This design comes from an exercise in tuning for small area, a short achievable clock period and few clock cycles per item on the open sky130 flow, not from production work.

== v6 ==
==> flow/design.v (excerpt) <==
module le_fpu (
    input  wire        clk,
    input  wire        rst,
    input  wire        in_valid,
    output wire        in_ready,
    input  wire [3:0]  in_fn,
    input  wire [31:0] in_a,
    input  wire [31:0] in_b,
    input  wire [31:0] in_c,
    output reg         out_valid,
    output reg  [31:0] out_result,
    output reg  [3:0]  out_flags
);
For scale: roughly 5,000 cells after synthesis, about 400 flip-flops, ~140 I/O pins, roughly 41,000 sq um of cells after synthesis.
==> flow/config.mk <==
export PLATFORM = sky130hd
export DESIGN_NAME = le_fpu
export DESIGN_NICKNAME = le_fpu
export VERILOG_FILES = /design/flow/design.v
export SDC_FILE = /design/flow/constraint.sdc
export NUM_CORES = 4
export LEC_CHECK = 0
export CAP_MARGIN = 20
export CORE_MARGIN = 2
export CORE_UTILIZATION = 60
export CTS_CLUSTER_DIAMETER = 100
export CTS_CLUSTER_SIZE = 20
export PLACE_DENSITY = 0.7
export SLEW_MARGIN = 20
==> flow/constraint.sdc <==
create_clock -name core_clock -period 30.0 [get_ports {clk}]
set_input_delay 6.0000 -clock core_clock [delete_from_list [all_inputs] [get_ports {clk}]]
set_output_delay 6.0000 -clock core_clock [all_outputs]
set_load 0.01 [all_outputs]
standard.sh (not shown) runs the stock make flow with config.mk's settings and CLKGATE_MAP_FILE= SYNTH_SCRIPT=/design/flow/synth_recipe.tcl, a recipe that flattens the netlist after the stock synthesis.
==> flow/flow/run.sh <==
#!/bin/bash
# Own layout flow: the standard layout (standard.sh, all steps unchanged) with one
# hook after global placement, flow/ports.tcl, which gives the port buffers that the
# standard flow inserts a regular buffer cell (sky130_fd_sc_hd__buf_4) in place of the
# slow delay-buffer cell it picks by default. All output of the layout goes to
# standard.log here; ORFS's per-step logs stay under orfs/logs.
set -euo pipefail
W=$(pwd)
export POST_GLOBAL_PLACE_TCL="$W/flow/ports.tcl"
bash standard.sh finish > "$W/standard.log" 2>&1
==> flow/flow/ports.tcl <==
# Port buffers: the standard flow's flow inserts one buffer per input and output port (buffer_ports).
# Give them a regular buffer cell instead of the slow delay-buffer cell picked by default.
set n_swapped 0
foreach inst [[ord::get_db_block] getInsts] {
  set name [$inst getName]
  if {[regexp {^(input|output)[0-9]+$} $name]} {
    set master [[$inst getMaster] getName]
    if {$master ne "sky130_fd_sc_hd__buf_4"} {
      replace_cell [get_cells $name] [get_lib_cells */sky130_fd_sc_hd__buf_4]
      incr n_swapped
    }
  }
}
puts "ports.tcl: $n_swapped port buffers set to sky130_fd_sc_hd__buf_4"
Here is what was changed in the inputs of v7 compared with v6.
--- a/flow/design.v
+++ b/flow/design.v
@@ -232,58 +232,71 @@
     end
     wire       mag_zero = ~|mag;
     wire [77:0] n6 = lzh[3] ? {mag[13:0], 64'd0} : mag;
     wire [55:0] n5 = lzh[2] ? {n6[45:0], 10'd0} : n6[77:22];
     wire        t5 = |n6[21:0] & ~lzh[2];
     wire [39:0] n4 = lzh[1] ? n5[39:0] : n5[55:16];
     wire        t4 = |n5[15:0] & ~lzh[1];
     wire [31:0] n3 = lzh[0] ? n4[31:0] : n4[39:8];
     wire        t3 = |n4[7:0] & ~lzh[0];
     wire [7:0]  tb = n3[31:24];
     wire [2:0]  lzl = tb[7] ? 3'd0 : tb[6] ? 3'd1 : tb[5] ? 3'd2 : tb[4] ? 3'd3 :
                       tb[3] ? 3'd4 : tb[2] ? 3'd5 : tb[1] ? 3'd6 : 3'd7;
-    wire [6:0]  lz = {lzh, lzl};
-    wire [27:0] n2 = lz[2] ? n3[27:0] : n3[31:4];
-    wire        t2 = |n3[3:0] & ~lz[2];
-    wire [25:0] n1 = lz[1] ? n2[25:0] : n2[27:2];
-    wire        t1s = |n2[1:0] & ~lz[1];
-    wire [24:0] n0 = lz[0] ? n1[24:0] : n1[25:1];
-    wire        t0s = n1[0] & ~lz[0];
+    wire [27:0] n2 = lzl[2] ? n3[27:0] : n3[31:4];
+    wire        t2 = |n3[3:0] & ~lzl[2];
+    wire [25:0] n1 = lzl[1] ? n2[25:0] : n2[27:2];
+    wire        t1s = |n2[1:0] & ~lzl[1];
+    wire [24:0] n0 = lzl[0] ? n1[24:0] : n1[25:1];
+    wire        t0s = n1[0] & ~lzl[0];
     wire        sticky = t5 | t4 | t3 | t2 | t1s | t0s;
     wire [23:0] sig  = n0[24:1];
     wire        rbit = n0[0];
     wire        rup  = rbit & (sticky | sig[0]);
-    wire [24:0] mr   = {1'b0, sig} + {24'd0, rup};
-    wire signed [10:0] e_n = r_etop - $signed({4'd0, lz});
-    wire [7:0]  e_r  = e_n[7:0] + {7'd0, mr[24]};
-    wire        ovf  = (e_n >= 11'sd255) | ((e_n == 11'sd254) & mr[24]);
+    reg  [24:0] allone;      
+    integer m;
+    always @* begin
+        allone[0] = 1'b1;
+        for (m = 1; m <= 24; m = m + 1)
+            allone[m] = allone[m-1] & sig[m-1];
+    end
+    wire [24:0] mr   = {1'b0, sig} ^ ({25{rup}} & allone);
+    wire signed [10:0] eh   = r_etop - $signed({4'd0, lzh, 3'd0});
+    wire signed [10:0] eh255 = eh - 11'sd255;
+    wire signed [10:0] eh254 = eh - 11'sd254;
+    wire signed [10:0] lzs  = $signed({8'd0, lzl});
+    wire signed [10:0] e_n  = eh - lzs;
+    wire        en_pos  = eh > lzs;              
+    wire        en_zero = eh == lzs;             
+    wire signed [10:0] e_n1 = (eh + 11'sd1) - lzs;
+    wire [7:0]  e_r  = mr[24] ? e_n1[7:0] : e_n[7:0];
+    wire        ovf  = (eh255 >= lzs) | ((eh254 == lzs) & mr[24]);
     reg [31:0] res;
     reg        of;
     always @* begin
         of = 1'b0;
         if (r_raw)
             res = mag[47:16];
         else if (r_nan)
             res = QNAN;
         else if (r_inf)
             res = {r_sinf, 8'hFF, 23'd0};
         else if (mag_zero | r_fz)
             res = {r_zsgn, 31'd0};
-        else if (e_n >= 11'sd1) begin
+        else if (en_pos) begin
             if (ovf) begin
                 res = {s1, 8'hFF, 23'd0};
                 of  = 1'b1;
             end else
                 res = {s1, e_r, mr[22:0]};
-        end else if ((e_n == 11'sd0) && (&sig))
+        end else if (en_zero && (&sig))
             res = {s1, 8'd1, 23'd0};
         else
             res = {s1, 31'd0};
     end
     always @(posedge clk) begin
         out_valid  <= v1 & ~rst;
         out_result <= res;
         out_flags  <= {of, 1'b0, r_nv, r_sat};
     end
 endmodule
 module le_fpu_cadd #(
     parameter integer W = 54
Results
Transition at the pin with the smallest max-transition slack for v7: 31 ps down relative to v6
Between v6 and v7, post-detailed-route wirelength per cell increased.
v7 vs v6 — fraction of area in non-clock buffers dropped 0.21 points.
Diff v6 -> v7 | number of clock buffer instances in the layout | up by a few percent
Wire length up about 3.4% in v7 wrt v6
v7 vs v6, start-to-end type of the worst setup path: register to primary output vs register to register
Via count ended up about 2% higher on v7 than on v6.
Comparing effective utilization at floorplan for v6 and v7, the smaller number came from v6.
Function was not checked in any run of this note: the RTL went through the layout flow alone.

## static timing again, ports no longer ideal
No port has a modelled driver above. Below, the same layouts with a new extraction and two added sets of constraints. Step 1 sets driving cells, clkbuf_16 on the clock port and buf_2 on the other inputs (assumed; they add their load-dependent delay and slew). Step 2, shift: input delay + t, output delay - t, t = (earliest + latest rising clock arrival at the registers) / 2. This alone moves slack from input paths to output paths. Three values: ideal ports, drivers, drivers and shift; two values: the first two.
run | shift t [ns] | slack for setup (ns) | worst slew at a driven data input, ns
v6 | 0.676 | 22.827 / 22.827 / 22.827 | 0.04
v7 | 0.674 | 22.932 / 22.858 / 23.262 | 0.04
After both steps setup and hold are still met in every run listed.
